What follows belongs to an exercise in optimizing a design on an open flow for small area, a short achievable clock period and few clock cycles per item; a production flow would make more cautious choices. RTL that was checked went through simulation tests only; none was proved equivalent to the original. No functional check of the RTL was part of runs 1 to 3 and 6. Power figures rest on the tool's default switching activity, not on a simulated workload.

**flow/design.v**
```verilog
module friction_interp (
    input  wire        clk,
    input  wire        rst,
    input  wire        start,
    input  wire [31:0] p,
    input  wire [31:0] pos_min,
    input  wire [31:0] span,
    input  wire        rotary,
    output wire        busy,
    output reg         done,
    output wire [31:0] term,
    output wire        mem_req,
    output wire [7:0]  mem_addr,
    input  wire [31:0] mem_rdata
);
    reg         idle, sub, lin, run;
    reg  [5:0]  cnt;           
    reg         divq;          
    reg         modq;          
    reg         alnq;          
    reg         firstq;        
    reg         hornq;         
    reg         qshq;          
    reg         selq;          
    reg  [31:0] s_reg;         
    reg         rot;
    reg         sgn;           
    reg         big;           
    reg         ovf;           
    reg  [31:0] rem;           
    reg  [31:0] a;             
    reg  [31:0] m;             
    reg  [47:0] acc;
    reg  [7:0]  nxtq;          
    reg         msel;          
    reg         busy_r;
    assign busy     = busy_r;
    assign mem_req  = run;
    assign mem_addr = msel ? nxtq : a[7:0];
    assign term     = acc[47:16];
    wire        addm  = rem[31];                   
    wire [31:0] x1    = {rem[30:0], a[31]};
    wire [31:0] x2    = s_reg ^ {32{!addm}};
    wire        lo_z  = (x1[7:0] == 8'd0);
    wire        cin   = lin ? lo_z : !addm;
    wire [33:0] y_c   = {1'b0, x1, 1'b1} + {1'b0, x2, cin};
    wire [32:0] y     = y_c[33:1];
    wire        r_neg = x1[31] ^ x2[31] ^ y[32];    
    wire        ge    = !y[31];
    wire        qbit  = ge;
    wire [7:0]  neg_lo = ~x1[7:0] + 8'd1;
    reg  [31:0] s_top;         
    integer k;
    always @(*) begin
        s_top[31] = s_reg[31];
        for (k = 30; k >= 0; k = k - 1) s_top[k] = s_top[k+1] | s_reg[k];
    end
    wire [30:0] r_diff = rem[30:0] ^ {31{sgn}};      
    wire        wide   = |(r_diff & ~s_top[31:1]);
    wire        shr    = alnq & wide;
    wire [32:0] lo    = {1'b0, acc[30:0], a[23]} + {1'b0, m};
    wire [15:0] u2    = acc[46:31];
    wire [15:0] u2p   = u2 + 16'd1;
    wire [15:0] u2m   = u2 - 16'd1;
    wire [15:0] hi    = (lo[32] & !m[31]) ? u2p : (!lo[32] & m[31]) ? u2m : u2;
    wire [7:0]  idx   = a[7:0];
    wire [7:0]  inc   = idx + 8'd1;
    wire [7:0]  nxt   = (!rot && idx == 8'd255) ? 8'd255 : inc;
    wire [5:0]  cnt_d = cnt - 6'd1;
    wire [5:0]  cnt_n = shr ? cnt + 6'd1 : cnt_d;
    wire        selq_n = run & (cnt_d <= 6'd18) & (cnt_d >= 6'd3);
    always @(posedge clk) begin
        if (rst) begin
            idle <= 1'b1;
            sub  <= 1'b0;
            lin  <= 1'b0;
            run  <= 1'b0;
            done <= 1'b0;
            divq <= 1'b0;
            busy_r <= 1'b0;
        end else begin
            done <= 1'b0;
            if (idle) begin
                if (start) begin
                    idle <= 1'b0;
                    sub  <= 1'b1;
                    busy_r <= 1'b1;
                end
            end
            if (sub) begin
                sub  <= 1'b0;
                lin  <= !rot;
                run  <= rot;
                divq <= rot;
            end
            if (lin) begin
                lin  <= 1'b0;
                run  <= 1'b1;
                divq <= 1'b1;
            end
            if (run) begin
                divq <= (cnt_d >= 6'd4);
                if (cnt == 6'd1) begin
                    run  <= 1'b0;
                    idle <= 1'b1;
                    done <= 1'b1;
                    busy_r <= 1'b0;
                end
            end
        end
    end
    always @(posedge clk) begin
        if (sub) cnt <= 6'd28;
        else if (run) cnt <= cnt_n;
        alnq   <= sub ? rot : (run & alnq & wide);
        modq   <= sub ? rot : (run & rot & ((cnt_d >= 6'd28) | shr));
        qshq   <= sub | lin | (run & (cnt_d >= 6'd20));
        selq   <= selq_n;
        firstq <= run & (cnt_d == 6'd17);
        hornq  <= run & (cnt_d <= 6'd16) & (cnt_d >= 6'd1);
    end
    always @(posedge clk) begin
        if (idle) begin
            s_reg <= pos_min;
            m     <= span;
            rot   <= rotary;
            a[31] <= p[0];
        end
        if (sub) begin
            sgn   <= r_neg;
            big   <= y[31] & !r_neg;
            ovf   <= 1'b0;
            a     <= {y[0], 31'd0};
            s_reg <= rot ? {1'b0, m[30:0]} : {8'd0, y[31:8]};
        end
        if (lin) begin
            a     <= sgn ? 32'd0 : {y[0], neg_lo, 23'd0};
            s_reg <= {1'b0, m[30:0]};
            ovf   <= big;
        end
        if (idle)
            rem <= {1'b0, p[31:1]};
        else if (sub)
            rem <= {r_neg, y[31:1]};
        else if (lin)
            rem <= sgn ? 32'd0 : {1'b0, y[31:1]};
        else if (shr)
            rem <= {rem[31], rem[31:1]};
        else
            rem <= y[31:0];
        if (shr) begin
            a     <= {rem[0], a[31:1]};
        end else if (divq) begin
            if (qshq) a <= {a[30:0], modq ? 1'b0 : (qbit | ovf)};
            if (!rot && cnt == 6'd28) ovf <= ovf | ge;
        end
        if (run) m <= mem_rdata;
        msel <= qbit & selq_n;
        nxtq <= nxt;
        if (firstq) begin
            acc     <= {{16{m[31]}}, m[31:16]};
            a[23:8] <= m[15:0];
        end else if (hornq) begin
            acc     <= {hi, lo[31:0]};
            a[23:8] <= {a[22:8], 1'b0};
        end
    end
endmodule
```
**flow/run.sh**
```bash
#!/bin/bash
# synth_recipe.tcl (not shown) runs the flow's synth.tcl, then flattens the netlist and writes it again
# the make line also repeats each setting of config.mk as NAME=value (left out here)
make -C /OpenROAD-flow-scripts/flow DESIGN_CONFIG=/design/flow/config.mk WORK_HOME=/design/flow/orfs CLKGATE_MAP_FILE= SYNTH_SCRIPT=/design/flow/synth_recipe.tcl finish
```
**flow/config.mk**
```make
export PLATFORM = sky130hd
export DESIGN_NAME = friction_interp
export DESIGN_NICKNAME = friction_interp
export VERILOG_FILES = /design/flow/design.v
export SDC_FILE = /design/flow/constraint.sdc
export NUM_CORES = 4
export LEC_CHECK = 0
export CAP_MARGIN = 20
export CORE_MARGIN = 2
export CORE_UTILIZATION = 40
export SLEW_MARGIN = 20
```
**flow/constraint.sdc**
```tcl
create_clock -name core_clock -period 12.0 [get_ports {clk}]
set_input_delay 2.4000 -clock core_clock [delete_from_list [all_inputs] [get_ports {clk}]]
set_output_delay 2.4000 -clock core_clock [all_outputs]
set_load 0.01 [all_outputs]
```
==> results of run 1 <==
-- cell families (layout without fill, tap and decap cells) --
kind of cell,count (synthesis),after routing
adders and majority gates,76,76
and+or+nand+nor,444,444
buffers and inverters,188,297
xor gates and xnor gates,122,122
DFF,207,207
AOI/OAI and AO/OA,521,521
muxes,92,92
-- layout make-up --
class | count | area [µm²]
inverters | 60 | 225
flip-flops and latches | 207 | 5130
clock buffers | 36 | 708
clock inverters | 12 | 170
fillers | 3486 | 19000
repair buffers | 189 | 1850
well taps | 468 | 586
multi-input cells | 1255 | 8800
-- through the flow --
stage / cells / hold WS (ps) / cell area (µm²)
4_1_cts: 2227 / 426 / 17500
2_1_floorplan: 1650 / 399 / 14800
6_report: 2227 / 422 / 17500
3_5_place_dp: 2179 / 416 / 16600
5_1_grt: 2227 / 447 / 17500
3_3_place_gp: 2179 / 414 / 16600
-- worst max path at each step --
stage                        to  slack, ps  depth (start not counted)
floorplan             s_reg[23]       8190                         14
global placement      s_reg[23]       7600                         14
detailed placement    s_reg[23]       7580                         14
CTS                 mem_addr[3]       7510                          2
global route          s_reg[23]       7190                         14
finish                s_reg[23]       7520                         14
-- synth_stat cells (all sizes together), types with 6 or more instances --
cell	instances	area, µm²
and2	7	43.8
o211ai	9	67.6
a221o	14	140
or4b	6	60.1
or3	13	81.3
a211oi	22	175
mux2	56	631
o21a	11	82.6
o22ai	6	37.5
nor2b	24	150
xnor2	85	744
nor3b	18	135
and3	19	119
a211o	25	219
a221oi	26	228
a2111oi	6	58.8
nand3	31	155
or4	6	45.0
ha	74	926
buf	59	418
a21oi	115	576
and4	6	52.6
o21ai	125	626
nand4b	6	52.6
o31ai	13	103
a31oi	7	43.8
nand2b	23	144
nand4	8	50.1
nor2	100	375
xor2	37	324
mux2i	36	360
nand2	119	447
clkbuf	69	259
dfxtp	109	2180
inv	60	225
o221ai	7	61.3
a22oi	48	365
a21o	34	255
a22o	10	87.6
o311ai	11	104
edfxtp	98	2940
nor3	39	195
-- worst max-delay path, cell delays in order (launching register included) --
cell,delay (ps)
dfxtp_1,480
inv_1,100
ha_1,230
nor3b_1,180
a41oi_1,380
inv_1,100
fa_1,430
a211oi_1,260
o21ai_0,170
nand4_1,190
nand3_1,330
a22o_1,320
or4_1,500
and3_1,250
a221o_1,310
-- routing by layer --
metal	GRT usage, %	up-vias
met2	38.4	486
met3	3.78	90
met4	8.56	0
li1	-	6328
met5	0	-
met1	30.9	6370
-- power by group --
group          switching, mW  internal, mW  leakage (nW)  total (mW)
Combinational           1.11         0.843          4.21        1.96
Clock                  0.328         0.498         0.433       0.826
Sequential             0.246         0.925          1.86        1.17
==> metrics.md, run 1 <==
| Metric | Value |
|---|---|
| Antenna Cells | 0 |
| Max-cap violations | 0 |
| ANT nets after route | 0 |
| DR iter-0 viols | 1,111 |
| # Post-CTS Setup Buffers | 0 |
| Synth Area in XOR/XNOR | 7.21% |
| Synthesized area | 14,800 µm² |
| Max frequency | 223 MHz |
| Wl on met1 | 20,100 µm |
| Critical path startpoint category | flop |
| CTS Root Cell | clkbuf_16 |
| Clock slew at reported path FFs | about 60 ps |
| Critical Path End Type | flop |
| Leakage power | approximately 6.5 nW |
| Met2 WL | 21,200 µm |
| PD cells | roughly 230 nW/µm² |
| Core area | between 30,000 and 40,000 µm² |
| First-pass GRT wire length | a little over 70,000 µm |
| Later-pin clock latency in the skew report | 560 ps |
| Status | timing/DRC/antenna clean |
| Crit path kind | reg2reg |
| Final Power | 3.95 mW |
| Hold Path Stages | 1 |
| Place WS | 7580 ps |
| Crit Reg-Reg Endpoint | s_reg[23] |
| IO Count | 175 |
| Global route overflow | 0 |
| Chip height | about 200 µm |
| Met3 WL | 3220 µm |
| WP data required | 12,300 ps |
| Hpwl dp | 33,500 µm |
| Max Fanout on Critical Path | 7 |
| DRC Markers | 0 |
| # port buffers | 174 |
| Vias per cell | 5.96 |
| Most common cell after layout, fill and taps aside | clkdlybuf4s50_1 |
| Max FFs per register | 48 |
| Synthesized flop and latch total | 207 |
| Synth warn | 1 |
| Die ar. | 38,600 µm² |
| DR vias | 13,300 |
| Clock period minus final worst setup slack | 4480 ps |
| Top sig layer | met4 |
| Share of layout cells above drive strength 1 | 7.16% |
| Synth unique cells | 76 |
| Slew HR | 25.6% |
| Post-synthesis sequential area ratio | 34.6% |
| Top_reg_cell synth | dfxtp_1 |
| Largest family of logic cells by synthesized area | compound AO/OA/AOI/OAI gates |
| CTS resizes | 0 |
| Width of the die | 196 µm |
| Initial Util | 40.6% |
| Post-Synthesis Mean Instance Area | 8.98 µm² |
| Hold/Removal Path Class | reg2reg |
| Gate Count Post-Synth | 1,650 |
| Adder-cell share of the synthesized area | 6.52% |
| Setup Skew | around 14 ps |
| Most frequent cells in the layout | clkdlybuf4s50_1 (174), o21ai_0 (123), nand2_1 (119) |
| Rows | 70 |
| Slew @ Worst Pin | 1110 ps |
| Final core area utilization | 47.9% |
| RR Startpoint | a[31] |
| CTS H-tree lvls | 1 |
| Cts bufs inserted | 26 |
| Async SR Flop Fraction | 0% |
| Largest net degree at the start of global routing | 96 |
| All-Layer GR Usage | 23.3% |
| Final worst slack | 7520 ps |
| R2R cell count | 14 |
| Top reg by flops | acc |
| CTS tree | yes |
| Post-Synth Simple-Gate Area | roughly 15% |
| Mapped Nets | 1,858 |
| Slew Viols, Final | 0 |
| RSZ-0062 raised after global routing | no |
| Layout area overhead | 17.9% |
| Wire length per cell | 20.8 µm |
| Final setup violation count | 0 |
| CTS sink cnt | 207 |
| Fin crit share | between 30% and 40% |
| Number of global-route vias before repair | 12,700 |
| Post-layout nets | between 1,500 and 2,000 |
| RD Place Congestion | 0.935 |
| Hold Path Sink | a[0] |
| Worst EP arrival | 4780 ps |
| Crit. Startpoint | a[31] |
| R2R Setup Slk | between 7000 and 8000 ps |
| Initial DRT Pass Iterations | 5 |
| Final Hold Viols | 0 |
| Post-synth EDFFs | 98 |
| Max rail drop VDD | 133 µV |
| Compound-gate portion of the synthesized area | 23.8% |
| Detailed Route WL | 46,300 µm |
| Hold Path Origin | modq |
| Clock buffer depth | 3 |
| Setup total negative slack | 0 ps |
| Antenna violations before repair | 0 |
| Mux share of post-synthesis cell area | 6.69% |
| Number of hold buffers added after CTS | 0 |
==> inputs of run 2 (changes only) <==
==> flow/flow/run.sh (new file) <==
#!/bin/bash
set -euo pipefail
bash standard.sh SETUP_SLACK_MARGIN=8.3 finish > make_finish.log 2>&1
==> flow/standard.sh (new file) <==
#!/bin/bash
# synth_recipe.tcl (not shown) runs the flow's synth.tcl, then flattens the netlist and writes it again
# the make line also repeats each setting of config.mk as NAME=value (left out here)
make -C /OpenROAD-flow-scripts/flow DESIGN_CONFIG=/design/flow/config.mk WORK_HOME=/design/flow/orfs CLKGATE_MAP_FILE= SYNTH_SCRIPT=/design/flow/synth_recipe.tcl "${@:-finish}"
removed: flow/run.sh
==> run 2 against run 1 <==
  * Critical path type is now reg2out
  * Largest power group unchanged
  * First-iteration DRC count is 7.1% lower
  * Still clean on timing, DRC and antenna
  * Combinational power rose by 9%
  * Sequential power about the same
  * Hold slack better by 33 ps
==> metrics.md, run 2 <==
| Metric | Value |
|---|---|
| Max frequency | 257 MHz (was 223 MHz) |
| Crit path kind | reg2out (was reg2reg) |
| Die ar. | 38,600 µm² (unchanged) |
| Width of the die | 196 µm (unchanged) |
| Share of the synthesized area in the top cell type | 19.9% (unchanged) |
| R2R Setup Slk | 8250 ps (was 7520 ps) |
| Initial Util | 40.6% (unchanged) |
| Most frequent cells in the layout | clkdlybuf4s50_1 (131), o21ai_0 (119), nand2_1 (119) (was clkdlybuf4s50_1 (174), o21ai_0 (123), nand2_1 (119)) |
| Initial DRT Pass Iterations | 5 (unchanged) |
| CTS H-tree lvls | 1 (unchanged) |
| Vias per cell | 5.91 (was 5.96) |
| Synth warn | 1 (unchanged) |
| Layout area overhead | 23.3% (was 17.9%) |
| Critical path startpoint category | flop (unchanged) |
| Final core area utilization | 50.0% (was 47.9%) |
| Share of layout cells above drive strength 1 | 12.9% (was 7.16%) |
| Cts bufs inserted | 27 (was 26) |
| Slew @ Worst Pin | 1060 ps (was 1110 ps) |
| Antenna Cells | 0 (unchanged) |
| Hpwl dp | 33,700 µm (was 33,500 µm) |
| Antenna violations before repair | 1 (was 0) |
| Later-pin clock latency in the skew report | 560 ps (about the same) |
| Wire length per cell | 21.4 µm (was 20.8 µm) |
| RD Place Congestion | 0.993 (was 0.935) |
| Critical Path End Type | output pin (was flop) |
| PD cells | 229 nW/µm² (was 226 nW/µm²) |
| Final Hold Slack | 454 ps (was 422 ps) |
| List of most frequent post-synthesis cells | o21ai_0 (123), nand2_1 (119), a21oi_1 (115) (unchanged) |
| Count leader, synth | o21ai_0 (unchanged) |
| Yosys top cell by area | edfxtp_1 (unchanged) |
| Worst path cell trace | buf_6 > mux2_4 > buf_6 (was inv_1 > ha_1 > nor3b_1 > a41oi_1 > inv_1 > fa_1 > a211oi_1 > o21ai_0 > nand4_1 > nand3_1 > a22o_1 > or4_1 > and3_1 > a221o_1) |
| Slew Viols, Final | 0 (unchanged) |
| Fin crit share | 32.4% (was 37.3%) |
| Post-layout nets | 1,997 (was 1,947) |
| Top reg by flops | acc (unchanged) |
| Core area | 36,500 µm² (unchanged) |
| Clock buffer depth | 3 (unchanged) |
| Post-Synthesis Mean Instance Area | 8.98 µm² (unchanged) |
| Gate Count Post-Synth | 1,650 (unchanged) |
| Final Power | 4.18 mW (was 3.95 mW) |
| Hold/Removal Path Class | reg2reg (unchanged) |
| Setup total negative slack | 0 ps (unchanged) |
| Final Hold Viols | 0 (unchanged) |
| Max FFs per register | 48 (unchanged) |
| All-Layer GR Usage | 24.1% (was 23.3%) |
| CTS tree | yes (unchanged) |
| Max Fanout on Critical Path | 5 (was 7) |
| Final worst slack | 8110 ps (was 7520 ps) |
| Synthesized flop and latch total | 207 (unchanged) |
| Clock period minus final worst setup slack | 3890 ps (was 4480 ps) |
| Status | timing/DRC/antenna clean (unchanged) |
| Number of global-route vias before repair | 12,800 (was 12,700) |
| Slew HR | 28.7% (was 25.6%) |
| DR iter-0 viols | 1,032 (was 1,111) |
| Crit path top cell by count | buf_6 (was inv_1) |
| ANT nets after route | 0 (unchanged) |
| RSZ-0062 raised after global routing | yes (was no) |
| Chip height | 196 µm (unchanged) |
| Synthesized area | 14,800 µm² (unchanged) |
| IO Count | 175 (unchanged) |
| # fillers | 3,466 (was 3,486) |
| Most common cell after layout, fill and taps aside | clkdlybuf4s50_1 (unchanged) |
| Detailed Route WL | 48,600 µm (was 46,300 µm) |
| Number of hold buffers added after CTS | 0 (unchanged) |
| # port buffers | 174 (unchanged) |
| Max rail drop VDD | 105 µV (was 133 µV) |
| Global route overflow | 0 (unchanged) |
| Rows | 70 (unchanged) |
| Largest net degree at the start of global routing | 100 (was 96) |
| Place WS | 7490 ps (was 7580 ps) |
| DRC Markers | 0 (unchanged) |
| Post-synth EDFFs | 98 (unchanged) |
| Final setup violation count | 0 (unchanged) |
| Setup Skew | 10.5 ps (was 13.8 ps) |
| Area contributors post-synth | edfxtp_1 (20%), dfxtp_1 (15%), ha_1 (6.2%) (unchanged) |
| CTS Root Cell | clkbuf_16 (unchanged) |
| Mapped Nets | 1,858 (unchanged) |
| Clock slew at reported path FFs | 60 ps (about the same) |
| Leakage power | 6.93 nW (was 6.51 nW) |
| DR vias | 13,500 (was 13,300) |
| CP peak stage delay | 390 ps (was 500 ps) |
| WP data required | 9600 ps (was 12,300 ps) |
| Critical path's slowest cell | dfxtp_4 (was or4_1) |
| Top_reg_cell synth | dfxtp_1 (unchanged) |
| Async SR Flop Fraction | 0% (unchanged) |
| First-pass GRT wire length | 73,400 µm (was 71,500 µm) |
| Synth unique cells | 76 (unchanged) |
| CTS sink cnt | 207 (unchanged) |
| Max-cap violations | 0 (unchanged) |
| Post-synthesis sequential area ratio | 34.6% (unchanged) |
| Worst EP arrival | 1490 ps (was 4780 ps) |
run 2: cell counts after synthesis:
Identical to the previous run, type by type.
run 2: worst paths after layout:
check,to,from,cells past startpoint
max,mem_addr[4],msel,3
min,nxtq[0],a[0],1
max reg2reg,s_reg[23],rem[0],14
min reg2reg,nxtq[0],a[0],1
run 2: cell families (layout without fill, tap and decap cells):
| group | Yosys count | count (layout) | synth area share, % |
|---|---|---|---|
| flip-flops | 207 | 207 | 34.6 |
| AO/OA/AOI/OAI | 521 | 522 | 23.8 |
| AND/OR/NAND/NOR | 444 | 444 | 15.2 |
| buffers and inverters | 188 | 347 | 6.09 |
| adder cells (fa/ha/maj) | 76 | 76 | 6.52 |
| multiplexers | 92 | 92 | 6.69 |
| XOR/XNOR | 122 | 122 | 7.21 |
run 2: repair_timing:
item,in CTS,in global routing
gates resized for setup,138,42
gates cloned,3,1
setup buffers,18,26
pin swaps,4,16
setup endpoints to repair,138,53
run 2: per-stage QoR:
stage	instance area, µm²	std cells
2_1_floorplan	14800	1650
3_3_place_gp	16600	2180
3_5_place_dp	16600	2180
4_1_cts	17900	2251
5_1_grt	18300	2278
6_report	18300	2278
run 2: critical path: cells and delay by family, from the launching register on:
| kind | cells | cell delay (ps) |
|---|---|---|
| muxes | 1 | 300 |
| DFF | 1 | 390 |
| buffers and inverters | 2 | 240 |
run 2: layout make-up:
class	count	area (µm²)	area share [%]
clock buffer	38	747	4.09
clock inverter	12	185	1.01
inverter	60	228	1.25
multi-input combinational	1256	9050	49.5
sequential	207	5180	28.3
tap	468	586	3.20
timing repair buffer	237	2300	12.6
run 2: routing by layer:
metal,track usage (%),vias to the layer above,part of all wire [%]
li1,-,6431,-
met1,32.2,6494,44
met2,39.8,423,47
met3,3.35,104,5.8
met4,8.92,0,3.8
met5,0,-,0
run 2: power breakdown:
part / internal [mW] / leakage [nW] / switching (mW)
clock: 0.538 / 0.455 / 0.326
combinational: 0.938 / 4.61 / 1.19
sequential: 0.934 / 1.87 / 0.247
total: 2.41 / 6.93 / 1.77
==> inputs of run 3 (changes only) <==
--- a/flow/design.v
+++ b/flow/design.v
@@ -21,7 +21,6 @@
     reg         firstq;        
     reg         hornq;         
     reg         qshq;          
-    reg         selq;          
     reg  [31:0] s_reg;         
     reg         rot;
     reg         sgn;           
@@ -115,7 +114,6 @@
         alnq   <= sub ? rot : (run & alnq & wide);
         modq   <= sub ? rot : (run & rot & ((cnt_d >= 6'd28) | shr));
         qshq   <= sub | lin | (run & (cnt_d >= 6'd20));
-        selq   <= selq_n;
         firstq <= run & (cnt_d == 6'd17);
         hornq  <= run & (cnt_d <= 6'd16) & (cnt_d >= 6'd1);
     end
@@ -157,12 +155,10 @@
         if (run) m <= mem_rdata;
         msel <= qbit & selq_n;
         nxtq <= nxt;
-        if (firstq) begin
-            acc     <= {{16{m[31]}}, m[31:16]};
+        acc <= firstq ? {{16{m[31]}}, m[31:16]} : {hi, lo[31:0]};
+        if (firstq)
             a[23:8] <= m[15:0];
-        end else if (hornq) begin
-            acc     <= {hi, lo[31:0]};
+        else if (hornq)
             a[23:8] <= {a[22:8], 1'b0};
-        end
     end
 endmodule
==> flow/flow/run.sh (replaced) <==
#!/bin/bash
set -euo pipefail
bash standard.sh SETUP_SLACK_MARGIN=8.6 finish > make_finish.log 2>&1
==> run 3 against run 2 <==
  * Critical endpoint is now mem_addr[6]
  * Largest cell class unchanged
  * Combinational power rose by 53%
  * Die area decreased by 4.0%
  * Still clean on timing, DRC and antenna
  * First-iteration DRC count rose by 1.6%
  * Critical path type unchanged
  * Synthesized area decreased by 4.1%
  * Wire length shrank 1.9%
  * Non-clock buffer count up 39
  * Highest routed layer is now met5
  * Global-route usage is 0.40 points higher
  * Sequential power up 8%
  * Final area shrank 0.19%
  * Total power is 27% higher
==> metrics.md, run 3 <==
| Metric | Value |
|---|---|
| Status | timing/DRC/antenna clean (unchanged) |
| Post-Synthesis Mean Instance Area | 8.72 µm² (was 8.98 µm²) |
| CP bufs+invs | 2 (unchanged) |
| Worst path depth | 3 (unchanged) |
| Initial DRT Pass Iterations | 6 (was 5) |
| Clock power share | 14.4% (was 20.7%) |
| Crit path to | mem_addr[6] (was mem_addr[4]) |
| Slew HR | 28.4% (was 28.7%) |
| Hold/Removal Path Class | reg2reg (unchanged) |
| Worst EP arrival | 1490 ps (about the same) |
| Top reg by flops | acc (unchanged) |
| Final Hold Viols | 0 (unchanged) |
| Count leader, synth | dfxtp_1 (was o21ai_0) |
| Synth warn | 1 (unchanged) |
| Clock slew at reported path FFs | 60 ps (about the same) |
| Post-synthesis sequential area ratio | 33.8% (was 34.6%) |
| Vias per cell | 5.96 (was 5.91) |
| Wire length per cell | 20.8 µm (was 21.4 µm) |
| Place WS | 7880 ps (was 7490 ps) |
| Slew @ Worst Pin | 1070 ps (was 1060 ps) |
| CTS tree | yes (unchanged) |
| Crit-path leading delay family | flip-flops (unchanged) |
| RR Startpoint | rem[31] (was rem[0]) |
| Die ar. | 37,100 µm² (was 38,600 µm²) |
| Clock period minus final worst setup slack | 3890 ps (about the same) |
| Final worst slack | 8110 ps (about the same) |
| Top_reg_cell synth | dfxtp_1 (unchanged) |
| Max-cap violations | 0 (unchanged) |
| Slew Viols, Final | 0 (unchanged) |
| Worst path cell trace | buf_6 > mux2_4 > buf_6 (unchanged) |
| Cts bufs inserted | 26 (was 27) |
| Rows | 69 (was 70) |
| PD cells | 290 nW/µm² (was 229 nW/µm²) |
| Synth unique cells | 79 (was 76) |
| Max frequency | 257 MHz (about the same) |
| Largest net degree at the start of global routing | 88 (was 100) |
| Layout area overhead | 28.3% (was 23.3%) |
| Hold Path Stages | 2 (was 1) |
| Max rail drop VDD | 146 µV (was 105 µV) |
| Area contributors post-synth | dfxtp_1 (20%), edfxtp_1 (14%), ha_1 (6.5%) (was edfxtp_1 (20%), dfxtp_1 (15%), ha_1 (6.2%)) |
| Hpwl dp | 32,900 µm (was 33,700 µm) |
| DR iter-0 viols | 1,048 (was 1,032) |
| Width of the die | 193 µm (was 196 µm) |
| Detailed Route WL | 47,700 µm (was 48,600 µm) |
| WP data required | 9600 ps (about the same) |
| CP peak stage delay | 400 ps (was 390 ps) |
| Fin crit share | 32.4% (about the same) |
| Antenna Cells | 0 (unchanged) |
| R2R Setup Slk | 8610 ps (was 8250 ps) |
| # port buffers | 174 (unchanged) |
| IO Count | 175 (unchanged) |
| Switching power | 2.34 mW (was 1.77 mW) |
| Share of layout cells above drive strength 1 | 19.7% (was 12.9%) |
| Synthesized area | 14,200 µm² (was 14,800 µm²) |
| Setup total negative slack | 0 ps (unchanged) |
| Global route overflow | 0 (unchanged) |
| Critical path startpoint category | flop (unchanged) |
| ANT nets after route | 0 (unchanged) |
| Post-layout nets | 2,017 (was 1,997) |
| Initial Util | 40.3% (was 40.6%) |
| Core area | 35,300 µm² (was 36,500 µm²) |
| CTS sink cnt | 207 (unchanged) |
| Final Hold Slack | 483 ps (was 454 ps) |
| Share of the synthesized area in the top cell type | 19.9% (about the same) |
| R2R cell count | 13 (was 14) |
| Final cell count without fillers | 2,290 (was 2,278) |
| DRC Markers | 0 (unchanged) |
| Crit Reg-Reg Endpoint | s_reg[12] (was s_reg[23]) |
| List of most frequent post-synthesis cells | dfxtp_1 (141), nand2_1 (121), o21ai_0 (115) (was o21ai_0 (123), nand2_1 (119), a21oi_1 (115)) |
| DR vias | 13,700 (was 13,500) |
| Number of global-route vias before repair | 13,000 (was 12,800) |
| Leakage power | 7.18 nW (was 6.93 nW) |
| Mapped Nets | 1,838 (was 1,858) |
| Chip height | 193 µm (was 196 µm) |
| CTS Root Cell | clkbuf_16 (unchanged) |
| Synthesized flop and latch total | 207 (unchanged) |
| Switching power share of the total | 44.2% (was 42.3%) |
| First-pass GRT wire length | 71,400 µm (was 73,400 µm) |
| Crit path kind | reg2out (unchanged) |
| Gate Count Post-Synth | 1,630 (was 1,650) |
| Critical Path End Type | output pin (unchanged) |
| RSZ-0062 raised after global routing | yes (unchanged) |
| Crit. Startpoint | msel (unchanged) |
| Max Fanout on Critical Path | 5 (unchanged) |
| All-Layer GR Usage | 24.5% (was 24.1%) |
| Critical path's slowest cell | dfxtp_4 (unchanged) |
| Most common cell after layout, fill and taps aside | clkdlybuf4s50_1 (unchanged) |
| Internal power | 2.95 mW (was 2.41 mW) |
| Yosys top cell by area | dfxtp_1 (was edfxtp_1) |
| Comb power frac | 61.4% (was 51.0%) |
| # fillers | 3,321 (was 3,466) |
| Placed cells | 2,153 (was 2,180) |
| CTS H-tree lvls | 1 (unchanged) |
| Sequential share of power | 24.2% (was 28.3%) |
| Post-synth EDFFs | 66 (was 98) |
| Antenna violations before repair | 1 (unchanged) |
| Final setup violation count | 0 (unchanged) |
| Crit path top cell by count | buf_6 (unchanged) |
| Later-pin clock latency in the skew report | 540 ps (was 560 ps) |
| Async SR Flop Fraction | 0% (unchanged) |
| RD Place Congestion | 1.00 (was 0.993) |
| Clock buffer depth | 3 (unchanged) |
| Max FFs per register | 48 (unchanged) |
| Most frequent cells in the layout | clkdlybuf4s50_1 (131), nand2_1 (119), o21ai_0 (108) (was clkdlybuf4s50_1 (131), o21ai_0 (119), nand2_1 (119)) |
| Setup Skew | 11.5 ps (was 10.5 ps) |
run 3: cell types whose count changed in the layout (fill, tap and decap cells not counted), sizes merged, moves of 11 or more:
cell | previous run | this run
dfxtp | 109 | 141
a211o | 25 | 3
o211ai | 9 | 24
clkdlybuf4s15 | 11 | 0
a221oi | 26 | 15
buf | 69 | 142
edfxtp | 98 | 66
dlygate4sd2 | 22 | 0
nor3b | 18 | 1
nor2 | 100 | 111
a22oi | 48 | 59
inv | 61 | 38
run 3: worst reg2reg max path: stages, from the launching register on:
cell	delay, ps
dfxtp_4	390
buf_12	150
xnor2_1	120
ha_1	360
a21oi_2	170
o21ai_1	100
o41ai_2	320
buf_4	190
nand3_2	140
a41o_4	340
mux2i_2	180
a2111oi_4	410
o21ai_1	110
a21o_1	180
run 3: kinds of logic (layout without fill, tap and decap cells):
family | Yosys count | after routing | synth area share [%]
buffers and inverters | 164 | 363 | 5.38
multiplexers | 77 | 77 | 5.87
AND/OR/NAND/NOR | 434 | 434 | 14.8
AO/OA/AOI/OAI | 550 | 550 | 25.8
flip-flops | 207 | 207 | 33.8
XOR/XNOR | 121 | 121 | 7.45
adder cells (fa/ha/maj) | 77 | 77 | 6.86
run 3: final cells by class:
class	count	area [µm²]	share of cell area (%)
clock buffers	35	736	4.03
clock inverters	13	83.8	0.460
inverters	38	146	0.803
multi-input cells	1259	9130	50.1
flip-flops and latches	207	4900	26.9
well taps	461	577	3.16
repair buffers	276	2660	14.6
repair inverters	1	5.00	0.0274
run 3: repair_timing:
item,4_1_cts,5_1_grt
hold buffers,0,0
gates resized for setup,316,65
pin swaps,13,31
endpoints found under the setup margin,126,95
buffers inserted,47,36
cloned,1,5
run 3: layer usage:
| metal | track usage (%) | vias to the layer above | part of all wire [%] |
|---|---|---|---|
| met4 | 7.37 | 2 | 3.3 |
| met5 | 0 | - | 0.027 |
| met1 | 31.9 | 6521 | 42 |
| met2 | 41.9 | 585 | 47 |
| li1 | - | 6440 | - |
| met3 | 3.64 | 111 | 8.0 |
run 3: power groups by stage:
| stage | clock network [mW] | logic [mW] | registers, mW |
|---|---|---|---|
| 6_report | 0.763 | 3.25 | 1.28 |
| 5_1_grt | 0.807 | 3.53 | 1.31 |
| 3_3_place_gp | 0 | 2.66 | 1.29 |
| 3_5_place_dp | 0 | 2.69 | 1.29 |
| 2_1_floorplan | 0 | 2.11 | 1.15 |
| 4_1_cts | 0.779 | 2.95 | 1.27 |
run 3: through the flow:
step	util, %	instance area, µm²	power, mW
floorplan	-	14200	3.26
global placement	45.5	16100	3.95
global route	51.7	18200	5.64
finish	51.7	18200	5.29
CTS	49.8	17600	5.00
detailed placement	45.5	16100	3.97
run 3: how the worst min path moves through the flow:
stage	startpoint	to	slack, ps
after global placement	busy_r	busy_r	470
after detailed placement	busy_r	busy_r	480
after floorplan	a[0]	nxtq[0]	410
final	busy_r	busy_r	480
after global routing	a[0]	nxtq[0]	510
after CTS	busy_r	busy_r	490
==> inputs of run 4 (changes only) <==
--- a/flow/design.v
+++ b/flow/design.v
@@ -21,6 +21,8 @@
     reg         firstq;        
     reg         hornq;         
     reg         qshq;          
+    reg         idxq;          
+    reg         selq;          
     reg  [31:0] s_reg;         
     reg         rot;
     reg         sgn;           
@@ -30,12 +32,12 @@
     reg  [31:0] a;             
     reg  [31:0] m;             
     reg  [47:0] acc;
-    reg  [7:0]  nxtq;          
-    reg         msel;          
+    reg  [7:0]  addr;
+    reg         qd;            
     reg         busy_r;
     assign busy     = busy_r;
     assign mem_req  = run;
-    assign mem_addr = msel ? nxtq : a[7:0];
+    assign mem_addr = addr;
     assign term     = acc[47:16];
     wire        addm  = rem[31];                   
     wire [31:0] x1    = {rem[30:0], a[31]};
@@ -67,7 +69,6 @@
     wire [7:0]  nxt   = (!rot && idx == 8'd255) ? 8'd255 : inc;
     wire [5:0]  cnt_d = cnt - 6'd1;
     wire [5:0]  cnt_n = shr ? cnt + 6'd1 : cnt_d;
-    wire        selq_n = run & (cnt_d <= 6'd18) & (cnt_d >= 6'd3);
     always @(posedge clk) begin
         if (rst) begin
             idle <= 1'b1;
@@ -98,7 +99,7 @@
                 divq <= 1'b1;
             end
             if (run) begin
-                divq <= (cnt_d >= 6'd4);
+                divq <= (cnt_d >= 6'd5);
                 if (cnt == 6'd1) begin
                     run  <= 1'b0;
                     idle <= 1'b1;
@@ -109,11 +110,13 @@
         end
     end
     always @(posedge clk) begin
-        if (sub) cnt <= 6'd28;
+        if (sub) cnt <= 6'd29;
         else if (run) cnt <= cnt_n;
         alnq   <= sub ? rot : (run & alnq & wide);
-        modq   <= sub ? rot : (run & rot & ((cnt_d >= 6'd28) | shr));
-        qshq   <= sub | lin | (run & (cnt_d >= 6'd20));
+        modq   <= sub ? rot : (run & rot & ((cnt_d >= 6'd29) | shr));
+        qshq   <= sub | lin | (run & (cnt_d >= 6'd21));
+        idxq   <= run & (cnt_d == 6'd20);
+        selq   <= run & (cnt_d <= 6'd19) & (cnt_d >= 6'd4);
         firstq <= run & (cnt_d == 6'd17);
         hornq  <= run & (cnt_d <= 6'd16) & (cnt_d >= 6'd1);
     end
@@ -150,11 +153,14 @@
             a     <= {rem[0], a[31:1]};
         end else if (divq) begin
             if (qshq) a <= {a[30:0], modq ? 1'b0 : (qbit | ovf)};
-            if (!rot && cnt == 6'd28) ovf <= ovf | ge;
+            if (!rot && cnt == 6'd29) ovf <= ovf | ge;
         end
         if (run) m <= mem_rdata;
-        msel <= qbit & selq_n;
-        nxtq <= nxt;
+        qd <= qbit;
+        if (idxq)
+            addr <= idx;
+        else if (selq)
+            addr <= qd ? nxt : idx;
         acc <= firstq ? {{16{m[31]}}, m[31:16]} : {hi, lo[31:0]};
         if (firstq)
             a[23:8] <= m[15:0];
--- a/flow/config.mk
+++ b/flow/config.mk
@@ -8,4 +8,6 @@
 export CAP_MARGIN = 20
 export CORE_MARGIN = 2
 export CORE_UTILIZATION = 40
+export CTS_CLUSTER_DIAMETER = 100
+export CTS_CLUSTER_SIZE = 24
 export SLEW_MARGIN = 20
==> run 4 against run 3 <==
  * Maximum frequency grew 14%
  * Still clean
  * Critical endpoint is now mem_addr[7]
  * Clock skew grew 11 ps
  * Setup slack gained 480 ps
  * Highest routed layer is now met4
  * Die area grew 1.4%
  * Total power shrank 4.3%
  * Global-route usage shrank 0.22 points
  * Final area shrank 2.3%
  * Synthesized cell count grew 0.80%
  * Via count shrank 0.17%
  * Largest power group unchanged
==> metrics.md, run 4 <==
| Metric | Value |
|---|---|
| Status | timing/DRC/antenna clean (unchanged) |
| Worst path cell trace | buf_2 (was buf_6 > mux2_4 > buf_6) |
| Async SR Flop Fraction | 0% (unchanged) |
| CTS Root Cell | clkbuf_16 (unchanged) |
| Synth unique cells | 90 (was 79) |
| Chip height | 194 µm (was 193 µm) |
| Global route overflow | 0 (unchanged) |
| Share of the synthesized area in the top cell type | 18.7% (was 19.9%) |
| Final setup violation count | 0 (unchanged) |
| All-Layer GR Usage | 24.3% (was 24.5%) |
| Sequential cell area | 5020 µm² (was 4900 µm²) |
| CP bufs+invs | 1 (was 2) |
| Synthesized area | 14,400 µm² (was 14,200 µm²) |
| Number of hold buffers added after CTS | 0 (unchanged) |
| Most frequent cells in the layout | a21oi_1 (135), clkdlybuf4s50_1 (131), o21ai_0 (128) (was clkdlybuf4s50_1 (131), nand2_1 (119), o21ai_0 (108)) |
| Largest net degree at the start of global routing | 74 (was 88) |
| CTS H-tree lvls | 1 (unchanged) |
| Wire length per cell | 21.0 µm (was 20.8 µm) |
| CTS tree | yes (unchanged) |
| Top_reg_cell synth | dfxtp_1 (unchanged) |
| Critical Path End Type | output pin (unchanged) |
| Hold/Removal Path Class | reg2reg (unchanged) |
| CTS sink cnt | 209 (was 207) |
| Setup Skew | 23.0 ps (was 11.5 ps) |
| Top reg by flops | acc (unchanged) |
| Most common cell after layout, fill and taps aside | a21oi_1 (was clkdlybuf4s50_1) |
| Synthesized flop and latch total | 209 (was 207) |
| Antenna violations before repair | 0 (was 1) |
| RD Place Congestion | 0.937 (was 1.00) |
| Later-pin clock latency in the skew report | 510 ps (was 540 ps) |
| Initial DRT Pass Iterations | 6 (unchanged) |
| Largest family of logic cells by synthesized area | compound AO/OA/AOI/OAI gates (unchanged) |
| Count leader, synth | a21oi_1 (was dfxtp_1) |
| Slew HR | 35.0% (was 28.4%) |
| Rows | 69 (unchanged) |
| Core area | 35,600 µm² (was 35,300 µm²) |
| First-pass GRT wire length | 73,200 µm (was 71,400 µm) |
| Synth warn | 1 (unchanged) |
| Max rail drop VDD | 177 µV (was 146 µV) |
| Max FFs per register | 48 (unchanged) |
| Post-Synth Simple-Gate Area | 15.1% (was 14.8%) |
| Detailed Route WL | 47,800 µm (was 47,700 µm) |
| CP peak stage delay | 380 ps (was 400 ps) |
| # port buffers | 174 (unchanged) |
| Clock buffer depth | 3 (unchanged) |
| Compound-gate portion of the synthesized area | 26.5% (was 25.8%) |
| PD cells | 284 nW/µm² (was 290 nW/µm²) |
| Die ar. | 37,600 µm² (was 37,100 µm²) |
| Max Fanout on Critical Path | 1 (was 5) |
| Setup total negative slack | 0 ps (unchanged) |
| Share of layout cells above drive strength 1 | 17.7% (was 19.7%) |
| Post-Synthesis Mean Instance Area | 8.78 µm² (was 8.72 µm²) |
| Leakage power | 6.88 nW (was 7.18 nW) |
| Worst EP arrival | 1020 ps (was 1490 ps) |
| IO Count | 175 (unchanged) |
| Final Power | 5.06 mW (was 5.29 mW) |
| Post-synthesis sequential area ratio | 34.1% (was 33.8%) |
| Mapped Nets | 1,850 (was 1,838) |
| Layout area overhead | 23.6% (was 28.3%) |
| Initial Util | 40.5% (was 40.3%) |
| DR iter-0 viols | 1,208 (was 1,048) |
| Clock period minus final worst setup slack | 3420 ps (was 3890 ps) |
| # fillers | 3,370 (was 3,321) |
| Multi-input logic area | 9040 µm² (was 9130 µm²) |
| Critical path startpoint category | flop (unchanged) |
| Cts bufs inserted | 14 (was 26) |
| Hpwl dp | 33,500 µm (was 32,900 µm) |
| Fin crit share | 28.5% (was 32.4%) |
| Max frequency | 293 MHz (was 257 MHz) |
| Vias per cell | 6.00 (was 5.96) |
| List of most frequent post-synthesis cells | a21oi_1 (138), dfxtp_1 (135), o21ai_0 (133) (was dfxtp_1 (141), nand2_1 (121), o21ai_0 (115)) |
| Gate Count Post-Synth | 1,643 (was 1,630) |
| Final Hold Viols | 0 (unchanged) |
| ANT nets after route | 0 (unchanged) |
| Post-synth EDFFs | 74 (was 66) |
| DRC Markers | 0 (unchanged) |
| DR vias | 13,600 (was 13,700) |
| Antenna Cells | 0 (unchanged) |
| Critical path's slowest cell | edfxtp_1 (was dfxtp_4) |
| RSZ-0062 raised after global routing | yes (unchanged) |
| Width of the die | 194 µm (was 193 µm) |
| Final Hold Slack | 448 ps (was 483 ps) |
| Post-layout nets | 2,009 (was 2,017) |
| WP data required | 9600 ps (about the same) |
| Slew @ Worst Pin | 974 ps (was 1070 ps) |
| Area contributors post-synth | dfxtp_1 (19%), edfxtp_1 (15%), ha_1 (6.3%) (was dfxtp_1 (20%), edfxtp_1 (14%), ha_1 (6.5%)) |
| Clock slew at reported path FFs | 100 ps (was 60 ps) |
| Adder-cell share of the synthesized area | 6.69% (was 6.86%) |
| Number of global-route vias before repair | 13,000 (about the same) |
| Slew Viols, Final | 0 (unchanged) |
| Synth Area in XOR/XNOR | 7.11% (was 7.45%) |
| Crit path kind | reg2out (unchanged) |
| Max-cap violations | 0 (unchanged) |
| Mux share of post-synthesis cell area | 4.81% (was 5.87%) |
| Crit-path leading delay family | flip-flops (unchanged) |
| Yosys top cell by area | dfxtp_1 (unchanged) |
run 4: changes by cell type after synthesis, moves of 9 or more:
cell,change
nor2b_1,+11
mux2_2,-13
o21ai_1,-10
xnor2_1,-13
a21oi_1,+28
o31a_1,+16
a22o_1,+15
a211oi_1,-12
nor3_1,+10
xor2_1,+9
o21ai_0,+18
o211ai_1,-10
nor2_1,-19
run 4: cells by family after synthesis:
group	Yosys count
XOR/XNOR	117
adder cells (fa/ha/maj)	76
multiplexers	64
flip-flops	209
AO/OA/AOI/OAI	572
AND/OR/NAND/NOR	434
buffers and inverters	171
run 4: area by class of cell:
class,count,area share (%)
clock inverters,5,0.316
clock buffers,19,2.55
multi-input cells,1264,50.8
inverters,43,0.906
flip-flops and latches,209,28.2
repair buffers,270,14.1
well taps,461,3.24
run 4: report_power, final:
part	internal (mW)	leakage (nW)	switching, mW
Combinational	1.45	4.76	1.81
Sequential	1.00	1.87	0.241
Clock	0.277	0.250	0.286
Total	2.73	6.88	2.33
run 4: repair_timing:
item / 4_1_cts / 5_1_grt
pin swaps: 11 / 32
gates resized for setup: 276 / 54
setup buffers: 54 / 20
setup endpoints to repair: 148 / 69
cloned: 1 / 1
run 4: path summary, 6_finish.rpt:
| check | endpoint | start | slack [ps] | depth (start not counted) |
|---|---|---|---|---|
| setup reg to reg | s_reg[22] | rem[31] | 8690 | 13 |
| hold / removal | a[0] | modq | 450 | 1 |
| setup / recovery | mem_addr[7] | addr[7] | 8580 | 1 |
| hold reg to reg | a[0] | modq | 450 | 1 |
run 4: layer usage:
| layer | routed length (µm) | track usage (%) |
|---|---|---|
| met1 | 20000 | 32.3 |
| met2 | 22800 | 41.6 |
| met3 | 3840 | 3.11 |
| met4 | 1160 | 6.29 |
| met5 | 0 | 0 |
run 4: per-stage QoR:
step	setup WS (ps)	std cells	utilization, %	instance area [µm²]
after global routing	8530	2271	50.1	17800
final	8580	2271	50.1	17800
after global placement	7830	2171	45.7	16300
after floorplan	8610	1643	-	14400
after detailed placement	7800	2171	45.7	16300
after CTS	8470	2250	49.0	17400
Testbench counts of run 4, summed over its fixed seeds: cycles 129,069, lookups 4,096.
==> inputs of run 5 (changes only) <==
--- a/flow/config.mk
+++ b/flow/config.mk
@@ -8,6 +8,4 @@
 export CAP_MARGIN = 20
 export CORE_MARGIN = 2
 export CORE_UTILIZATION = 40
-export CTS_CLUSTER_DIAMETER = 100
-export CTS_CLUSTER_SIZE = 24
 export SLEW_MARGIN = 20
==> run 5 against run 4 <==
  * Still clean on timing, DRC and antenna
  * Critical path depth unchanged
  * Wire length rose by 1.1%
  * Final cell count grew 0.57%
  * Via count is 0.76% higher
  * Count of clock-buffer cells in the layout is 20 higher
  * Setup slack lost 27 ps
  * Synthesized area unchanged
==> metrics.md, run 5 <==
| Metric | Value |
|---|---|
| All-Layer GR Usage | 24.3% (about the same) |
| Core area | 35,600 µm² (unchanged) |
| Fin crit share | 28.7% (was 28.5%) |
| CTS H-tree lvls | 1 (unchanged) |
| First-pass GRT wire length | 73,500 µm (was 73,200 µm) |
| Place WS | 7800 ps (unchanged) |
| Number of global-route vias before repair | 13,000 (about the same) |
| Most frequent cells in the layout | a21oi_1 (135), clkdlybuf4s50_1 (131), o21ai_0 (128) (unchanged) |
| Sequential share of power | 23.8% (was 24.5%) |
| Status | timing/DRC/antenna clean (unchanged) |
| CTS Root Cell | clkbuf_16 (unchanged) |
| Final Hold Viols | 0 (unchanged) |
| List of most frequent post-synthesis cells | a21oi_1 (138), dfxtp_1 (135), o21ai_0 (133) (unchanged) |
| Antenna violations before repair | 0 (unchanged) |
| Initial DRT Pass Iterations | 7 (was 6) |
| Max FFs per register | 48 (unchanged) |
| RSZ-0062 raised after global routing | yes (unchanged) |
| Mapped Nets | 1,850 (unchanged) |
| Wl on met1 | 20,100 µm (was 20,000 µm) |
| DRC Markers | 0 (unchanged) |
| Post-layout nets | 2,010 (was 2,009) |
| Yosys top cell by area | dfxtp_1 (unchanged) |
| Final worst slack | 8560 ps (was 8580 ps) |
| PD cells | 291 nW/µm² (was 284 nW/µm²) |
| Clock slew at reported path FFs | 60 ps (was 100 ps) |
| CP bufs+invs | 1 (unchanged) |
| Post-synthesis sequential area ratio | 34.1% (unchanged) |
| Post-Synthesis Mean Instance Area | 8.78 µm² (unchanged) |
| Leakage power | 7.02 nW (was 6.88 nW) |
| Critical path's slowest cell | edfxtp_1 (unchanged) |
| Post-synth EDFFs | 74 (unchanged) |
| Setup Skew | 18.0 ps (was 23.0 ps) |
| Slew Viols, Final | 0 (unchanged) |
| Vias per cell | 6.02 (was 6.00) |
| Layout area overhead | 25.9% (was 23.6%) |
| Slew @ Worst Pin | 1140 ps (was 974 ps) |
| Largest net degree at the start of global routing | 74 (unchanged) |
| Crit path kind | reg2out (unchanged) |
| Top sig layer | met4 (unchanged) |
| Worst EP arrival | 1040 ps (was 1020 ps) |
| Chip height | 194 µm (unchanged) |
| Critical Path End Type | output pin (unchanged) |
| Synthesized flop and latch total | 209 (unchanged) |
| # fillers | 3,319 (was 3,370) |
| Final Power | 5.28 mW (was 5.06 mW) |
| Share of the synthesized area in the top cell type | 18.7% (unchanged) |
| Hpwl dp | 33,500 µm (unchanged) |
| DR vias | 13,700 (was 13,600) |
| CTS tree | yes (unchanged) |
| CP peak stage delay | 370 ps (was 380 ps) |
| Max frequency | 290 MHz (was 293 MHz) |
| Final Hold Slack | 448 ps (about the same) |
| Final setup violation count | 0 (unchanged) |
| Most common cell after layout, fill and taps aside | a21oi_1 (unchanged) |
| Max-cap violations | 0 (unchanged) |
| Synth warn | 1 (unchanged) |
| Met3 WL | 3980 µm (was 3840 µm) |
| Max rail drop VDD | 184 µV (was 177 µV) |
| Width of the die | 194 µm (unchanged) |
| Worst path cell trace | buf_2 (unchanged) |
| Max Fanout on Critical Path | 1 (unchanged) |
| Antenna Cells | 0 (unchanged) |
| Slew HR | 23.6% (was 35.0%) |
| Clock buffer depth | 3 (unchanged) |
| IO Count | 175 (unchanged) |
| Global route overflow | 0 (unchanged) |
| Async SR Flop Fraction | 0% (unchanged) |
| Cts bufs inserted | 26 (was 14) |
| CTS sink cnt | 209 (unchanged) |
| Met2 WL | 22,900 µm (was 22,800 µm) |
| RD Place Congestion | 0.937 (unchanged) |
| Rows | 69 (unchanged) |
| Top reg by flops | acc (unchanged) |
| Top_reg_cell synth | dfxtp_1 (unchanged) |
| Synth unique cells | 90 (unchanged) |
| Switching power | 2.39 mW (was 2.33 mW) |
| Comb power frac | 61.9% (was 64.4%) |
| Gate Count Post-Synth | 1,643 (unchanged) |
| Synthesized area | 14,400 µm² (unchanged) |
| Setup total negative slack | 0 ps (unchanged) |
| Area contributors post-synth | dfxtp_1 (19%), edfxtp_1 (15%), ha_1 (6.3%) (unchanged) |
| ANT nets after route | 0 (unchanged) |
| WP data required | 9600 ps (about the same) |
| Critical path startpoint category | flop (unchanged) |
| Clock period minus final worst setup slack | 3440 ps (was 3420 ps) |
| Wire length per cell | 21.1 µm (was 21.0 µm) |
| Crit-path leading delay family | flip-flops (unchanged) |
| Internal power | 2.89 mW (was 2.73 mW) |
| Share of layout cells above drive strength 1 | 17.6% (was 17.7%) |
| Count leader, synth | a21oi_1 (unchanged) |
| Clock power share | 14.3% (was 11.1%) |
| # port buffers | 174 (unchanged) |
| DR iter-0 viols | 1,079 (was 1,208) |
| Die ar. | 37,600 µm² (unchanged) |
| Final core area utilization | 51.1% (was 50.1%) |
| Later-pin clock latency in the skew report | 540 ps (was 510 ps) |
| Switching power share of the total | 45.2% (was 46.1%) |
| Hold/Removal Path Class | reg2reg (unchanged) |
| Initial Util | 40.5% (unchanged) |
| Detailed Route WL | 48,300 µm (was 47,800 µm) |
==> run 5: cell counts after synthesis <==
Identical to the previous run, type by type.
==> run 5: power groups by stage <==
stage / clock [mW] / combinational [mW] / sequential (mW)
CTS: 0.772 / 3.02 / 1.26
global placement: 0 / 2.75 / 1.26
global route: 0.800 / 3.55 / 1.28
detailed placement: 0 / 2.79 / 1.26
floorplan: 0 / 2.18 / 1.13
finish: 0.757 / 3.27 / 1.26
==> run 5: cells by family (layout without fill, tap and decap cells) <==
| kind of cell | count (synthesis) | count (layout) | synth area share [%] |
|---|---|---|---|
| AOI/OAI and AO/OA | 572 | 572 | 26.5 |
| xor gates and xnor gates | 117 | 117 | 7.11 |
| adders and majority gates | 76 | 76 | 6.69 |
| buffers and inverters | 171 | 350 | 5.66 |
| DFF | 209 | 209 | 34.1 |
| muxes | 64 | 64 | 4.81 |
| and+or+nand+nor | 434 | 435 | 15.1 |
==> run 5: routing by layer <==
metal | track usage [%] | vias to the layer above
met2 | 41.1 | 617
met5 | 0 | -
li1 | - | 6437
met4 | 6.79 | 0
met1 | 32.3 | 6584
met3 | 3.67 | 101
==> run 5: metrics by stage <==
stage	cells	area (µm²)
2_1_floorplan	1643	14400
3_3_place_gp	2171	16300
3_5_place_dp	2171	16300
4_1_cts	2258	17700
5_1_grt	2284	18200
6_report	2284	18200
==> run 5: worst paths after layout <==
path / start / end / slack [ps] / cells after the start
setup reg to reg: rem[31] / s_reg[22] / 8660 / 11
setup / recovery: addr[7] / mem_addr[7] / 8560 / 1
hold / removal: modq / a[0] / 450 / 1
hold reg to reg: modq / a[0] / 450 / 1
==> run 5: timing repair <==
| item | in CTS | in global routing |
|---|---|---|
| resized for setup | 295 | 52 |
| cloned | 1 | 1 |
| pin swaps | 14 | 25 |
| setup endpoints to repair | 148 | 94 |
| hold buffers | 0 | 0 |
| buffers inserted | 38 | 25 |
==> run 5: cell type report <==
class / instances / area [µm²] / area share, %
clock inverter: 9 / 72.6 / 0.400
sequential: 209 / 5020 / 27.7
tap: 461 / 577 / 3.18
inverter: 43 / 161 / 0.889
clock buffer: 39 / 741 / 4.08
timing repair buffer: 259 / 2500 / 13.8
multi-input combinational: 1264 / 9080 / 50.0
==> inputs of run 6 (changes only) <==
--- a/flow/design.v
+++ b/flow/design.v
@@ -26,7 +26,6 @@
     reg  [31:0] s_reg;         
     reg         rot;
     reg         sgn;           
-    reg         big;           
     reg         ovf;           
     reg  [31:0] rem;           
     reg  [31:0] a;             
@@ -129,24 +128,18 @@
         end
         if (sub) begin
             sgn   <= r_neg;
-            big   <= y[31] & !r_neg;
-            ovf   <= 1'b0;
-            a     <= {y[0], 31'd0};
-            s_reg <= rot ? {1'b0, m[30:0]} : {8'd0, y[31:8]};
+            ovf   <= !rot & !r_neg & y[31];      
         end
-        if (lin) begin
-            a     <= sgn ? 32'd0 : {y[0], neg_lo, 23'd0};
-            s_reg <= {1'b0, m[30:0]};
-            ovf   <= big;
+        if (sub | lin) begin
+            a     <= {y[0], (lin ? neg_lo : 8'd0), 23'd0} & {32{!(lin & sgn)}};
+            s_reg <= (sub & !rot) ? {8'd0, y[31:8]} : {1'b0, m[30:0]};
         end
         if (idle)
             rem <= {1'b0, p[31:1]};
-        else if (sub)
-            rem <= {r_neg, y[31:1]};
-        else if (lin)
-            rem <= sgn ? 32'd0 : {1'b0, y[31:1]};
         else if (shr)
             rem <= {rem[31], rem[31:1]};
+        else if (sub | lin)
+            rem <= {sub & r_neg, y[31:1]} & {32{!(lin & sgn)}};
         else
             rem <= y[31:0];
         if (shr) begin
--- a/flow/config.mk
+++ b/flow/config.mk
@@ -8,4 +8,6 @@
 export CAP_MARGIN = 20
 export CORE_MARGIN = 2
 export CORE_UTILIZATION = 40
+export CTS_CLUSTER_DIAMETER = 100
+export CTS_CLUSTER_SIZE = 24
 export SLEW_MARGIN = 20
==> run 6 against run 5 <==
  * Flip-flop and latch count decreased by 1
  * Maximum frequency decreased by 1.1%
  * Clock power decreased by 27%
  * Wire length decreased by 3.9%
  * Setup slack got worse by 37 ps
  * Non-clock buffer count decreased by 16
  * Hold slack improved by 13 ps
  * Core utilization decreased by 1.5 points
  * Via count decreased by 1.9%
  * Global-route usage decreased by 0.95 points
  * Total power decreased by 1.3%
  * Critical endpoint is now mem_req
  * Largest power group unchanged
==> metrics.md, run 6 <==
| Metric | Value |
|---|---|
| Gate Count Post-Synth | 1,686 (was 1,643) |
| Worst EP arrival | 1080 ps (was 1040 ps) |
| Met1 GRT Util | 30.9% (was 32.3%) |
| RR Startpoint | rem[31] (unchanged) |
| Most common cell after layout, fill and taps aside | nand2_1 (was a21oi_1) |
| Antenna violations before repair | 0 (unchanged) |
| Top reg by flops | acc (unchanged) |
| Crit Reg-Reg Endpoint | s_reg[9] (was s_reg[22]) |
| CTS Root Cell | clkbuf_16 (unchanged) |
| Final Hold Viols | 0 (unchanged) |
| Largest net degree at the start of global routing | 76 (was 74) |
| Rows | 69 (unchanged) |
| Clock buffer depth | 3 (unchanged) |
| CTS sink cnt | 208 (was 209) |
| Top_reg_cell synth | dfxtp_1 (unchanged) |
| R2R Setup Slk | 8690 ps (was 8660 ps) |
| # fillers | 3,416 (was 3,319) |
| Max FFs per register | 48 (unchanged) |
| Post-layout nets | 2,025 (was 2,010) |
| R2R cell count | 14 (was 11) |
| Area contributors post-synth | dfxtp_1 (19%), edfxtp_1 (16%), ha_1 (6.4%) (was dfxtp_1 (19%), edfxtp_1 (15%), ha_1 (6.3%)) |
| Max Fanout on Critical Path | 3 (was 1) |
| Most Used Layer, Global Route | met2 (unchanged) |
| Width of the die | 193 µm (was 194 µm) |
| Critical Path End Type | output pin (unchanged) |
| Setup Skew | 22.8 ps (was 18.0 ps) |
| IO Count | 175 (unchanged) |
| DRC Markers | 0 (unchanged) |
| Post-synthesis sequential area ratio | 34.2% (was 34.1%) |
| Slew Viols, Final | 0 (unchanged) |
| Count leader, synth | nand2_1 (was a21oi_1) |
| Share of layout cells above drive strength 1 | 16.2% (was 17.6%) |
| DR iter-0 viols | 1,112 (was 1,079) |
| Later-pin clock latency in the skew report | 500 ps (was 540 ps) |
| Detailed Route WL | 46,400 µm (was 48,300 µm) |
| Status | timing/DRC/antenna clean (unchanged) |
| Core area | 35,400 µm² (was 35,600 µm²) |
| Max-cap violations | 0 (unchanged) |
| RD Place Congestion | 0.940 (was 0.937) |
| Global route overflow | 0 (unchanged) |
| Yosys top cell by area | dfxtp_1 (unchanged) |
| Hold/Removal Path Class | reg2reg (unchanged) |
| Final Power | 5.21 mW (was 5.28 mW) |
| List of most frequent post-synthesis cells | nand2_1 (175), a21oi_1 (134), dfxtp_1 (134) (was a21oi_1 (138), dfxtp_1 (135), o21ai_0 (133)) |
| Synthesized area | 14,300 µm² (was 14,400 µm²) |
| Chip height | 193 µm (was 194 µm) |
| Final setup violation count | 0 (unchanged) |
| Antenna Cells | 0 (unchanged) |
| Post-synth EDFFs | 74 (unchanged) |
| Die ar. | 37,300 µm² (was 37,600 µm²) |
| Crit path kind | reg2out (unchanged) |
| Slew @ Worst Pin | 1020 ps (was 1140 ps) |
| Multi-input logic area | 8930 µm² (was 9080 µm²) |
| Clock slew at reported path FFs | 90 ps (was 60 ps) |
| Cts bufs inserted | 15 (was 26) |
| Synthesized flop and latch total | 208 (was 209) |
| Critical path startpoint category | flop (unchanged) |
| PD cells | 297 nW/µm² (was 291 nW/µm²) |
| Slew HR | 32.1% (was 23.6%) |
| Initial DRT Pass Iterations | 5 (was 7) |
| ANT nets after route | 0 (unchanged) |
| Setup total negative slack | 0 ps (unchanged) |
| Place WS | 7880 ps (was 7800 ps) |
| Max rail drop VDD | 202 µV (was 184 µV) |
| Sequential cell area | 5000 µm² (was 5020 µm²) |
| WP data required | 9600 ps (about the same) |
| Async SR Flop Fraction | 0% (unchanged) |
| Hold Path Stages | 1 (unchanged) |
| Wire length per cell | 20.3 µm (was 21.1 µm) |
| CTS H-tree lvls | 1 (unchanged) |
| # port buffers | 174 (unchanged) |
| Most frequent cells in the layout | nand2_1 (173), clkdlybuf4s50_1 (131), a21oi_1 (130) (was a21oi_1 (135), clkdlybuf4s50_1 (131), o21ai_0 (128)) |
| Max frequency | 287 MHz (was 290 MHz) |
| All-Layer GR Usage | 23.4% (was 24.3%) |
| GR Layer Usage met3 | 4.06% (was 3.67%) |
| Synth unique cells | 82 (was 90) |
| Crit. Startpoint | run (was addr[7]) |
| Vias per cell | 5.89 (was 6.02) |
| CTS tree | yes (unchanged) |
| Initial Util | 40.5% (about the same) |
| Hpwl dp | 32,000 µm (was 33,500 µm) |
| Leakage power | 6.69 nW (was 7.02 nW) |
| DR vias | 13,500 (was 13,700) |
| Mapped Nets | 1,893 (was 1,850) |
| Post-Synthesis Mean Instance Area | 8.49 µm² (was 8.78 µm²) |
| Grt met2 use | 38.4% (was 41.1%) |
| Final worst slack | 8520 ps (was 8560 ps) |
| Synth warn | 1 (unchanged) |
| Clock period minus final worst setup slack | 3480 ps (was 3440 ps) |
| Share of the synthesized area in the top cell type | 18.7% (about the same) |
| RSZ-0062 raised after global routing | yes (unchanged) |
| Fin crit share | 29.0% (was 28.7%) |
| Crit path to | mem_req (was mem_addr[7]) |
| First-pass GRT wire length | 71,200 µm (was 73,500 µm) |
| Number of hold buffers added after CTS | 0 (unchanged) |
| Number of global-route vias before repair | 12,900 (was 13,000) |
| Layout area overhead | 22.5% (was 25.9%) |
## run 6: cell count changes after synthesis, sizes merged, moves of 16 or more
cell | before | now
o211ai | 14 | 30
o21ai | 143 | 112
a22oi | 55 | 15
nor2 | 93 | 128
nand2 | 121 | 176
mux2i | 22 | 5
a22o | 31 | 1
## run 6: cells by family (layout without fill, tap and decap cells)
group,Yosys count,after routing,synth area share [%]
xor+xnor,109,109,6.67
simple gates,559,559,18.9
flops,208,208,34.2
mux,47,47,3.65
compound gates,520,520,24.2
buf+inv,168,308,5.61
fa+ha+maj,75,75,6.66
## run 6: per-stage QoR
step,hold slack [ps],instance area (µm²),cells,utilization [%]
6_report,461,17500,2287,49.5
5_1_grt,486,17500,2287,49.5
4_1_cts,462,17000,2266,48.1
3_5_place_dp,444,16100,2208,45.5
3_3_place_gp,451,16100,2208,45.5
2_1_floorplan,398,14300,1686,-
## run 6: worst max-delay path, stage by stage (launching register included)
cell and delay [ps]:
dfxtp_4 360, buf_12 120, buf_6 110
## run 6: metal layers
metal	part of all wire, %	routed length (µm)
met2	46	21200
met3	6.7	3090
met4	4.3	1980
met1	43	20100
met5	0	0
## run 6: area by class of cell
type	instances	share of cell area, %
Clock buffer	18	2.38
Clock inverter	7	0.435
Inverter	40	0.856
Multi-Input combinational cell	1310	50.9
Sequential cell	208	28.5
Tap cell	461	3.29
Timing Repair Buffer	243	13.6
## run 6: power breakdown
| part | switching, mW | total (mW) | internal [mW] |
|---|---|---|---|
| clock | 0.289 | 0.550 | 0.261 |
| sequential | 0.267 | 1.27 | 1.00 |
| combinational | 1.88 | 3.39 | 1.50 |
| total | 2.44 | 5.21 | 2.77 |
## run 6: timing repair
item | 4_1_cts | 5_1_grt
resized for setup | 270 | 62
pin swaps | 10 | 16
gates cloned | 2 | 3
setup endpoints to repair | 135 | 68
setup buffers | 31 | 17
hold endpoints to repair | 0 | 0
## run 6: worst min path at each step
| stage | start | slack, ps | to |
|---|---|---|---|
| after global routing | modq | 490 | a[0] |
| final | modq | 460 | a[0] |
| after CTS | modq | 460 | a[0] |
| after floorplan | modq | 400 | a[0] |
| after global placement | modq | 450 | a[0] |
| after detailed placement | modq | 440 | a[0] |

[port drivers added, routing unchanged]
How much do the figures lean on ideal ports? The routed layouts below were timed once more, with nothing changed but the port constraints. Step 1 sets driving cells, clkbuf_16 on the clock port and buf_2 on the other inputs (assumed; they add their load-dependent delay and slew). Step 2 moves the port delays by t, midway between the first and last clock arrival at a register: inputs arrive t later, outputs are due t later. That takes back most of the time a late clock gives input paths. Three values: no drivers, after step 1, after step 2; two values: the first two.
run	t, ns	setup WS [ns]	hold slack, ns	worst data-port slew with drivers (ns)	cell pins on the clock port's net
run 1	0.604	7.521 / 7.521 / 7.521	0.422 / 0.422 / 0.422	0.07	1
run 2	0.605	8.108 / 8.056 / 8.254	0.454 / 0.454 / 0.454	0.06	1
run 3	0.591	8.107 / 8.056 / 8.323	0.483 / 0.483 / 0.483	0.08	1
run 4	0.548	8.583 / 8.531 / 8.317	0.448 / 0.448 / 0.448	0.05	1
run 5	0.578	8.557 / 8.506 / 8.314	0.448 / 0.448 / 0.448	0.05	1
run 6	0.546	8.519 / 8.466 / 8.230	0.461 / 0.461 / 0.461	0.05	1
After both steps every run listed still meets setup and hold. For run 6, which loses most, drivers alone change the setup slack by -0.053 ns; drivers and shift together by -0.289 ns.
